Context: an optimization exercise on an open-source flow, tuned for small area, a short achievable clock period and few clock cycles per item. The choices shown serve that exercise and are no tape-out recipe. The RTL was checked by simulation tests, not by an equivalence proof against the original design.

==> flow/design.v, too long to show whole: its modules and the start of the top module <==
// module comp_core: 1441 lines
module comp_core (
    input  wire        clk,
    input  wire        rst,           
    input  wire        smp_valid,
    input  wire [9:0]  smp_code,
    input  wire        preset,
    input  wire [23:0] preset_duty,
    input  wire        start,
    output wire        ready,
    output reg         done,
    output wire [23:0] duty,
    output wire [18:0] cmp,
    input  wire [1:0]  wavg,
    input  wire [19:0] b0,
    input  wire [19:0] b1,
    input  wire [19:0] b2,
    input  wire [19:0] c1,
    input  wire [19:0] c2,
    input  wire [3:0]  gshift,
    input  wire [15:0] dmax,
    input  wire [25:0] d_ff,
    input  wire [11:0] top,
    input  wire [8:0]  trim
);
  // ...
==> flow/flow/run.sh <==
#!/bin/bash
# Standard synthesis, then the standard flow's own layout with a larger setup repair
# margin (aimed at the worst path only), so that timing repair works toward
# a shorter period than the clock, the smallest buffer on the ports, and a
# denser placement.
set -euo pipefail
bash standard.sh synth > synth.log 2>&1
bash standard.sh SETUP_SLACK_MARGIN=14 TNS_END_PERCENT=0 \
    'BUFFER_PORTS_ARGS=-buffer_cell sky130_fd_sc_hd__buf_1' \
    CORE_UTILIZATION=60 PLACE_DENSITY=0.8 finish > layout.log 2>&1
==> flow/standard.sh <==
#!/bin/bash
# synth_recipe.tcl (not shown) runs the flow's synth.tcl, then flattens the netlist and writes it again
# the make line also repeats each setting of config.mk as NAME=value (left out here)
make -C /OpenROAD-flow-scripts/flow DESIGN_CONFIG=/design/flow/config.mk WORK_HOME=/design/flow/orfs CLKGATE_MAP_FILE= SYNTH_SCRIPT=/design/flow/synth_recipe.tcl "${@:-finish}"
==> flow/config.mk <==
export PLATFORM = sky130hd
export DESIGN_NAME = comp_core
export DESIGN_NICKNAME = comp_core
export VERILOG_FILES = /design/flow/design.v
export SDC_FILE = /design/flow/constraint.sdc
export NUM_CORES = 4
export LEC_CHECK = 0
export CAP_MARGIN = 20
export CORE_MARGIN = 2
export CORE_UTILIZATION = 40
export SLEW_MARGIN = 20
==> flow/constraint.sdc <==
create_clock -name core_clock -period 19.0 [get_ports {clk}]
set_input_delay 3.8000 -clock core_clock [delete_from_list [all_inputs] [get_ports {clk}]]
set_output_delay 3.8000 -clock core_clock [all_outputs]
set_load 0.01 [all_outputs]
==> flow_summary.yaml, run 1 <==
drt:
  drc: 0
  drt_iter0_drc: 5960
critical_path:
  worst_setup_path_startpoint: "pu[3]"
  cp_data_arrival_time_ns: 7.39
  peak_per_stage_delay_on_the_critical_path_ns: 0.37
  timing.critical_path.required_ns: 19.50
  critPathMostFrequentCell: "a211oi_1"
  critPathMaxFanout: 32
  timing.critical_path.buf_inv: 4
clocking:
  cts_resized: 123
  hold_buffers: 0
  cts_setup_buffers: 58
  cts_root_buf: "clkbuf_16"
  numClockSinks: 394
die:
  die_width_um: 265.7
sta:
  timing.hold.ws_ns: 0.4870
  finalHoldViolCount: 0
  setup_slack_ns: 12.11
  timing.final.setup_violations: 0
layout:
  mostFrequentLayoutCell: "inv_1"
  top_regs: "hist: 80 flops, acc: 48 flops, u: 30 flops"
  buf_share_pct: 6.034
  area_of_all_sequential_standard_cells_um2: 8377
  seq_share_pct: 18.22
  filler_cell_count: 5570
global_routing:
  most_used_layer_global_route: "met2"
  grt.overflow.total: 0
  antenna_found_initial: 7
  grt_use_total_pct: 45.79
logic_synthesis:
  synth.top_cells.by_count: "inv_1 (533), fa_1 (355), dfxtp_1 (353), a22oi_1 (324), clkbuf_1 (311)"
  synth_top_family_by_area: "adder cells"
  synth.top_cells.by_area: "fa_1 (17%), dfxtp_1 (17%), ha_1 (6.7%)"
  synth.cell_area_um2: 41090
  seq_area_frac_synth_pct: 20.19
  synth_top_flop_cell: "dfxtp_1"
outcome:
  status: "finished clean"
Testbench counts, summed over its fixed seeds: cycles 22,650, items 3,200.
==> run 2: changes to the inputs <==
--- a/flow/design.v
+++ b/flow/design.v
@@ -25,16 +25,18 @@
     localparam [3:0] S_IDLE = 4'd0, S_P1 = 4'd1, S_P2 = 4'd2, S_P3 = 4'd3,
                      S_PC1 = 4'd4, S_PC2 = 4'd5, S_PT = 4'd6,
                      S_FU1 = 4'd7, S_FU2 = 4'd8, S_FV1 = 4'd9, S_FUC = 4'd10,
                      S_CK = 4'd11, S_FV2 = 4'd12;
     localparam signed [26:0] V_MAX = 27'sh3FFFFFF;
     localparam signed [26:0] V_MIN = -27'sh4000000;
     reg [3:0] state;
     reg       byp;          
+    reg       ld_cpa;       
+    reg       ld_max;       
     reg       corr_r;       
     reg       clo_r;        
     reg       d0_r;         
     reg [9:0] hist [0:7];
     reg [9:0] smp_p;
     reg       smp_pv;
     reg [3:0] wsel_r;       
     reg signed [29:0] u;
@@ -42,17 +44,18 @@
     reg signed [9:0]  e1, e2;
     reg signed [27:0] opa;
     reg        [9:0]  bn_r, bo_r, bt_r;    
     reg        [47:0] acc;
     reg        [15:0] dmax_r;
     reg signed [25:0] dff_r;
     reg        [14:0] top5_r;             
     reg signed [8:0]  trim_r;
-    assign ready = (state == S_IDLE);
+    reg    ready_r;
+    assign ready = ready_r;
     assign duty  = opa[23:0];
     wire       wn2 = ~wsel_r[0];
     wire       wn4 = wsel_r[2] | wsel_r[3];
     wire       wn8 = wsel_r[3];
     wire [9:0] hg1 = wn2 ? hist[1] : 10'd0;
     wire [9:0] hg2 = wn4 ? hist[2] : 10'd0;
     wire [9:0] hg3 = wn4 ? hist[3] : 10'd0;
     wire [9:0] hg4 = wn8 ? hist[4] : 10'd0;
@@ -1364,24 +1367,27 @@
     always @(posedge clk) begin
         dmax_r <= dmax;
         dff_r  <= d_ff;
         top5_r <= top5;
         trim_r <= trim;
         wsel_r <= 4'b0001 << wavg;
         acc    <= mac_sum;
         {bn_r, bo_r, bt_r} <= benc(b_next, b_neg);
-        opa    <= (state == S_P3) | (state == S_PC1) ? mac_sum[45:18] :
-                  (state == S_PC2) ? (mac_sum[45:18] & {28{~mac_sum[47]}}) : a_next;
+        opa    <= ld_cpa ? mac_sum[45:18] :
+                  ld_max ? (mac_sum[45:18] & {28{~mac_sum[47]}}) : a_next;
         cz_r   <= (state == S_CK) ? cz_ck : d_zero;
         thi_r  <= (state == S_CK) & th_ck;
         state  <= nstate;
         ms     <= ms_next;
         pu     <= pu_next;
         byp    <= byp_next;
+        ld_cpa <= (nstate == S_P3) | (nstate == S_PC1);
+        ld_max <= (nstate == S_PC2);
+        ready_r <= (nstate == S_IDLE);
         if (rst) begin
             done  <= 1'b0;
             u     <= 30'sd0;
             v1    <= 27'sd0;
             v2    <= 27'sd0;
             e1    <= 10'sd0;
             e2    <= 10'sd0;
             for (i = 0; i < 8; i = i + 1)
==> run 2 against run 1 <==
  * Wire length down 7.5%
  * Final area down 1.1%
  * Global-route usage down 3.1 points
  * Largest cell class unchanged
==> flow_summary.yaml, run 2 <==
clocking:
  htree_num_levels: 2
  max-clock-path-buffers: 3
  cts_root_buf: "clkbuf_16"
  clk-insertion-delay-late_ns: 0.65
  cts.reportedPaths.clkPinSlew_ns: 0.06
  hold_buffers: 0
  numClockSinks: 396
  cts_tree: "done"
  cts_inserted_buffers: 46
logic_synthesis:
  synth.mux.area_fraction_pct: 5.037
  synth.cell_area_um2: 40940
  synth_xor_area_share_pct: 8.450
  synth_most_common_cell: "inv_1"
  synth_top_flop_cell: "dfxtp_1"
  synth_area_leader_cell: "dfxtp_1"
  syn_nets: 5565
  syn-instance-count: 4782
  synthesized_area_fraction_occupied_by_ao_oa_aoi_and_oai_cells_pct: 22.37
  yosysWarnings: 2
  synth.top_cells.by_count: "inv_1 (531), dfxtp_1 (355), fa_1 (355), a22oi_1 (329), nor2_1 (314)"
  seq_area_frac_synth_pct: 20.37
  synth_top_family_by_area: "adder cells"
  synth_simple_gate_area_share_pct: 10.96
  synth_top_cell_area_share_pct: 17.36
  count_of_flip_flops_with_a_built_in_enable_after_synthesis: 41
  synth_async_sr_flop_share_pct: 0
  synth.top_cells.by_area: "dfxtp_1 (17%), fa_1 (17%), ha_1 (6.7%)"
  adder_cell_share_of_the_synthesized_area_pct: 24.11
  synth-seq-cells: 396
  distinct_cells_synth: 83
  avgSynthCellArea_um2: 8.561
critical_path:
  peak_per_stage_delay_on_the_critical_path_ns: 0.46
  r2r.worst_path.cells: 28
  setup.worst_path.end_class: "flop"
  timing_worst_setup_path_type: "reg2reg"
  critPathMostFrequentCell: "a21oi_1"
  cp_data_arrival_time_ns: 7.47
  worstSetupStartpointType: "flop"
  critPathMaxFanout: 7
  timing.critical_path.required_ns: 19.55
  timing.critical_path.slowest_stage_cell: "edfxtp_1"
layout:
  mostFrequentLayoutCell: "inv_1"
  max_flop_register: "hist"
  max_reg_flops: 80
  synthToLayoutAreaGrowth_pct: 11.00
  top_regs: "hist: 80 flops, acc: 48 flops, u: 30 flops"
  finalCoreUtilization_pct: 67.43
  finalNetCount: 5645
  fin_area_um2: 45440
  final_cells: 5774
  post_route_cells_drive_above_1_share_pct: 8.699
  most-common-layout-cells: "inv_1 (527), fa_1 (352), dfxtp_1 (331), a22oi_1 (328), nor2_1 (305)"
global_routing:
  grt.overflow.total: 0
  global_route.usage.met1_pct: 54.99
  groute.layer.met2.usage_pct: 61.96
  grt_util_met3_pct: 15.11
  most_used_layer_global_route: "met2"
  antenna_found_initial: 8
  grt_start_max_net_pins: 68
  first_global_vias: 37920
  global_route_wire_length_before_repair_um: 228600
  grt_use_total_pct: 42.64
sta:
  setup_repair_after_global_routing_missed_its_margin: "true"
  finalHoldViolCount: 0
  timing.final.setup_violations: 0
  drv_slew: 0
  post-route-min-period_ns: 6.922
  skew_ns: 0.05307
  timing.setup.tns_ns: 0
  max_freq_ghz: 0.1445
  final.period_utilization_pct: 36.43
  worst_pin_slew_ns: 1.249
  slew_headroom_pct: 15.69
die:
  fp.dieH_um: 265.2
  core-area_um2: 67400
  design.die.area_um2: 70340
  fp-row-count: 95
  die_width_um: 265.2
  boundaryPins: 253
  start_util_pct: 60.75
placed_design:
  postPlaceCellArea_um2: 42280
  gpl.final_weighted_congestion: 1.072
  numPortBuffers: 252
  dp_hpwl_um: 108300
  post-place-cells: 5615
worst_hold_path:
  min_path_type: "reg2reg"
  count_of_cells_along_the_worst_hold_path: 2
drt:
  route.detailed.wl_per_inst_um: 26.48
  drt_pre_antenna_iters: 10
  drt_iter0_drc: 6407
  vias: 38810
  finalWirelength_um: 152900
  final_antenna_net_count: 0
  routed_via_density: 6.722
  drc: 0
flow_run:
  maxCapViolations: 0
outcome:
  status: "finished clean"
==> run 2: cell count changes after synthesis, sizes merged, moves of 11 or more <==
cell	delta
mux2i	+44
a22o	-15
a21oi	-16
nand4	+11
xnor2	-12
o211ai	-15
nor3b	-14
clkbuf	-13
o2bb2ai	+20
o21ai	-68
nor2	+15
nor3	-11
o22ai	-16
a211oi	+30
==> run 2: final timing paths <==
path         slack (ns)   start    end
min reg2reg        0.46   u[25]  u[25]
min                0.46   u[25]  u[25]
max reg2reg       12.08  corr_r   u[0]
max               12.08  corr_r   u[0]
==> run 2: kinds of logic (layout without fill, tap and decap cells) <==
group,after synthesis,in the layout
other,0,4
muxes,205,205
DFF,396,396
and+or+nand+nor,965,965
adders and majority gates,576,576
AOI/OAI and AO/OA,1324,1324
buffers and inverters,921,1036
xor gates and xnor gates,395,395
==> run 2: area by class of cell <==
class	count	area (um2)
diodes	4	10.01
clock buffers	66	1318
clock inverters	17	205.2
fillers	5412	21950
inverters	536	2044
multi-input cells	3465	29860
flip-flops and latches	396	8396
well taps	873	1092
repair buffers	416	2511
repair inverters	1	8.758
==> run 2: metal layers <==
metal  share of wire [%]  vias to the layer above
met5               0.031                        -
met4                 6.8                        6
met3                  15                      689
met2                  41                     2853
met1                  37                    18470
li1                    -                    16790
==> run 2: stage by stage <==
| step | setup slack, ns | hold WS [ns] |
|---|---|---|
| final | 12.08 | 0.4622 |
| after detailed placement | 9.931 | 0.4538 |
| after floorplan | 12.23 | 0.4250 |
| after global placement | 10.07 | 0.4381 |
| after CTS | 12.27 | 0.4679 |
| after global routing | 12.00 | 0.5070 |
==> run 2: what timing repair did <==
action | in CTS | in global routing
resized for setup | 139 | 62
pin swaps | 51 | 34
setup endpoints to repair | 233 | 231
gates cloned | 7 | 0
setup buffers | 54 | 11
==> run 2: worst max-delay path, delay by kind of cell, from the launching register on <==
family	cells	cell delay, ns
XOR/XNOR	1	0.31
adder cells (fa/ha/maj)	2	0.72
AND/OR/NAND/NOR	8	1.76
AO/OA/AOI/OAI	14	2.97
flip-flops	1	0.46
buffers and inverters	3	0.63
Testbench counts of run 2, summed over its fixed seeds: cycles 22,650, items 3,200.
==> run 3: changes to the inputs <==
==> flow/flow/run.sh (replaced) <==
#!/bin/bash
# Standard synthesis, then the standard flow's own layout with a larger setup repair
# margin (aimed at the worst path only), so that timing repair works toward
# a shorter period than the clock, the smallest buffer on the ports, and
# placement without routability-driven cell inflation.
set -euo pipefail
bash standard.sh synth > synth.log 2>&1
bash standard.sh SETUP_SLACK_MARGIN=14 TNS_END_PERCENT=0 \
    'BUFFER_PORTS_ARGS=-buffer_cell sky130_fd_sc_hd__buf_1' \
    GPL_ROUTABILITY_DRIVEN=0 finish > layout.log 2>&1
==> run 3 against run 2 <==
  * Still clean
  * Global-route usage down 12 points
  * Critical path depth down 4
  * Worst hold slack worse by 0.0060 ns
  * Clock-buffer cell count down 1
  * Register-to-register slack better by 0.14 ns
==> flow_summary.yaml, run 3 <==
outcome:
  status: "finished clean"
sta:
  final.period_utilization_pct: 35.70
  drv_slew: 0
  timing.final.setup_violations: 0
  max_freq_ghz: 0.1474
  skew_ns: 0.04093
  slew_headroom_pct: 28.54
  timing.setup.tns_ns: 0
  post-route-min-period_ns: 6.784
  worst_pin_slew_ns: 1.072
  setup_repair_after_global_routing_missed_its_margin: "true"
  finalHoldViolCount: 0
layout:
  finalNetCount: 5678
  synthToLayoutAreaGrowth_pct: 13.52
  fin_area_um2: 46470
  mostFrequentLayoutCell: "inv_1"
  filler_cell_count: 9995
  top_regs: "hist: 80 flops, acc: 48 flops, u: 30 flops"
  final_cells: 6305
  post_route_cells_drive_above_1_share_pct: 10.01
  max_reg_flops: 80
  max_flop_register: "hist"
  most-common-layout-cells: "inv_1 (524), fa_1 (352), a22oi_1 (328), dfxtp_1 (317), nor2_1 (302)"
critical_path:
  cp_data_arrival_time_ns: 7.14
  crit_chain: "buf_12, clkinvlp_4, buf_4, buf_4, o221ai_1, fa_1, inv_1, fa_1, fa_1, fa_1, inv_1, fa_1, ha_1, nand2_1, nor2_2, nand4_1, o21ai_4, a311oi_2, buf_4, o21ai_0, nand3_2, a21oi_4, clkinv_4, a22o_1"
  peak_per_stage_delay_on_the_critical_path_ns: 0.50
  timing_worst_setup_path_type: "reg2reg"
  critPathMaxFanout: 21
  critical_path.reg2reg.startpoint: "ms[6]"
  r2r_slack_ns: 12.22
  critPathMostFrequentCell: "fa_1"
  setup.worst_path.end_class: "flop"
  timing.critical_path.buf_inv: 8
  timing.critical_path.required_ns: 19.36
  reg2reg_to: "opa[10]"
  worstSetupPathDepth: 24
  worstSetupStartpointType: "flop"
  timing.critical_path.slowest_stage_cell: "fa_1"
  crit_family: "adder cells"
  r2r.worst_path.cells: 24
logic_synthesis:
  avgSynthCellArea_um2: 8.561
  synth.top_cells.by_area: "dfxtp_1 (17%), fa_1 (17%), ha_1 (6.7%)"
  synth_top_cell_area_share_pct: 17.36
  synth.cell_area_um2: 40940
  synth-seq-cells: 396
  synth_top_flop_cell: "dfxtp_1"
  yosysWarnings: 2
  synth_async_sr_flop_share_pct: 0
  synth_most_common_cell: "inv_1"
  count_of_flip_flops_with_a_built_in_enable_after_synthesis: 41
  synth.top_cells.by_count: "inv_1 (531), dfxtp_1 (355), fa_1 (355), a22oi_1 (329), nor2_1 (314)"
  seq_area_frac_synth_pct: 20.37
  syn-instance-count: 4782
  distinct_cells_synth: 83
  syn_nets: 5565
  synth_area_leader_cell: "dfxtp_1"
clocking:
  max-clock-path-buffers: 3
  hold_buffers: 0
  numClockSinks: 396
  clk-insertion-delay-late_ns: 0.64
  cts_tree: "done"
  cts_inserted_buffers: 46
  cts.reportedPaths.clkPinSlew_ns: 0.07
  htree_num_levels: 2
  cts_root_buf: "clkbuf_16"
global_routing:
  global_route_wire_length_before_repair_um: 238800
  first_global_vias: 37020
  grt_use_total_pct: 30.35
  antenna_found_initial: 6
  grt_start_max_net_pins: 90
  grt.overflow.total: 0
worst_hold_path:
  min_path_type: "reg2reg"
  count_of_cells_along_the_worst_hold_path: 2
  min_to: "u[25]"
  min-delay-start: "u[25]"
die:
  start_util_pct: 40.30
  boundaryPins: 253
  core-area_um2: 101600
  fp.dieH_um: 323.9
  die_width_um: 323.9
  fp-row-count: 117
  design.die.area_um2: 104900
drt:
  drt_pre_antenna_iters: 12
  vias: 38450
  drc: 0
  route.detailed.wl_per_inst_um: 25.77
  final_antenna_net_count: 0
  drt_iter0_drc: 4943
  routed_via_density: 6.099
  finalWirelength_um: 162500
placed_design:
  numPortBuffers: 252
  dp_hpwl_um: 114700
  postPlaceCellArea_um2: 42990
  post-place-cells: 6120
flow_run:
  maxCapViolations: 0
==> run 3: cell counts after synthesis <==
Identical to the previous run, type by type.
==> run 3: logic make-up after synthesis <==
family	Yosys count	share of synthesized area [%]
compound gates	1324	22.37
flops	396	20.37
mux	205	5.037
fa+ha+maj	576	24.11
xor+xnor	395	8.450
simple gates	965	10.96
buf+inv	921	8.713
==> run 3: per-stage QoR <==
step | setup WS [ns] | hold WS, ns | utilization [%]
finish | 12.22 | 0.4562 | 45.75
floorplan | 12.23 | 0.4250 | -
global route | 11.99 | 0.4856 | 45.74
global placement | 10.41 | 0.4428 | 42.32
CTS | 12.32 | 0.4642 | 45.17
detailed placement | 10.32 | 0.4500 | 42.32
==> run 3: final cells by class <==
class,count,area [um2],area share [%]
sequential,396,8411,18.10
timing repair buffer,446,2851,6.136
clock inverter,21,180.2,0.3877
tap,1368,1712,3.683
antenna,4,10.01,0.02154
timing repair inverter,3,28.78,0.06192
inverter,536,2051,4.413
clock buffer,65,1343,2.889
multi-input combinational,3466,29890,64.31
==> run 3: worst max path at each step <==
stage	startpoint	end	slack, ns
finish	ms[6]	opa[10]	12.22
global route	pu[3]	u[1]	11.99
CTS	pu[3]	u[23]	12.32
detailed placement	ms[4]	opa[10]	10.32
global placement	ms[4]	opa[4]	10.41
floorplan	top[2]	top5_r[13]	12.23
==> run 3: repair_timing <==
item / in CTS / in global routing
hold endpoints to repair: 0 / 0
cloned: 10 / 1
buffers inserted: 66 / 18
resized for setup: 152 / 91
setup endpoints to repair: 237 / 237
pin swaps: 51 / 64
==> run 3: per-layer routing <==
metal  track usage, %  share of wire [%]
met1            39.52                 39
met2            44.78                 42
met3            9.596                 13
met4            16.02                6.3
met5                0              0.047
==> run 3: worst min-delay path: cells and delay by family (launching register included) <==
| kind | cells | cell delay, ns |
|---|---|---|
| compound gates | 1 | 0.06 |
| simple gates | 1 | 0.05 |
| flops | 1 | 0.32 |

static timing again, ports no longer ideal:
How much do the figures lean on ideal ports? The routed layouts below were timed once more, with nothing changed but the port constraints. Step 1 assumes that a clkbuf_16 drives the clock port and a buf_2 every other input. Step 2 times the ports against the registers' clock, not the clock port: input delays grow and output delays shrink by t, the midpoint of the rising clock arrivals with the driver on. a / b / c = no drivers / after step 1 / after step 2; a / b = the first two.
run	shift t [ns]	slack for setup (ns)	hold WS [ns]	worst setup path at the end	latest minus earliest clock arrival (ns)
run 1	0.699	12.110 / 12.110 / 11.743	0.487 / 0.487 / 0.487	input to register	0.066 / 0.066
run 2	0.702	12.078 / 12.078 / 11.760	0.462 / 0.462 / 0.462	input to register	0.060 / 0.059
run 3	0.690	12.217 / 12.217 / 11.746	0.456 / 0.456 / 0.456	input to register	0.041 / 0.040
After both steps every run listed still meets setup and hold. For run 3, which loses most, drivers alone change the setup slack by 0.000 ns; drivers and shift together by -0.471 ns.
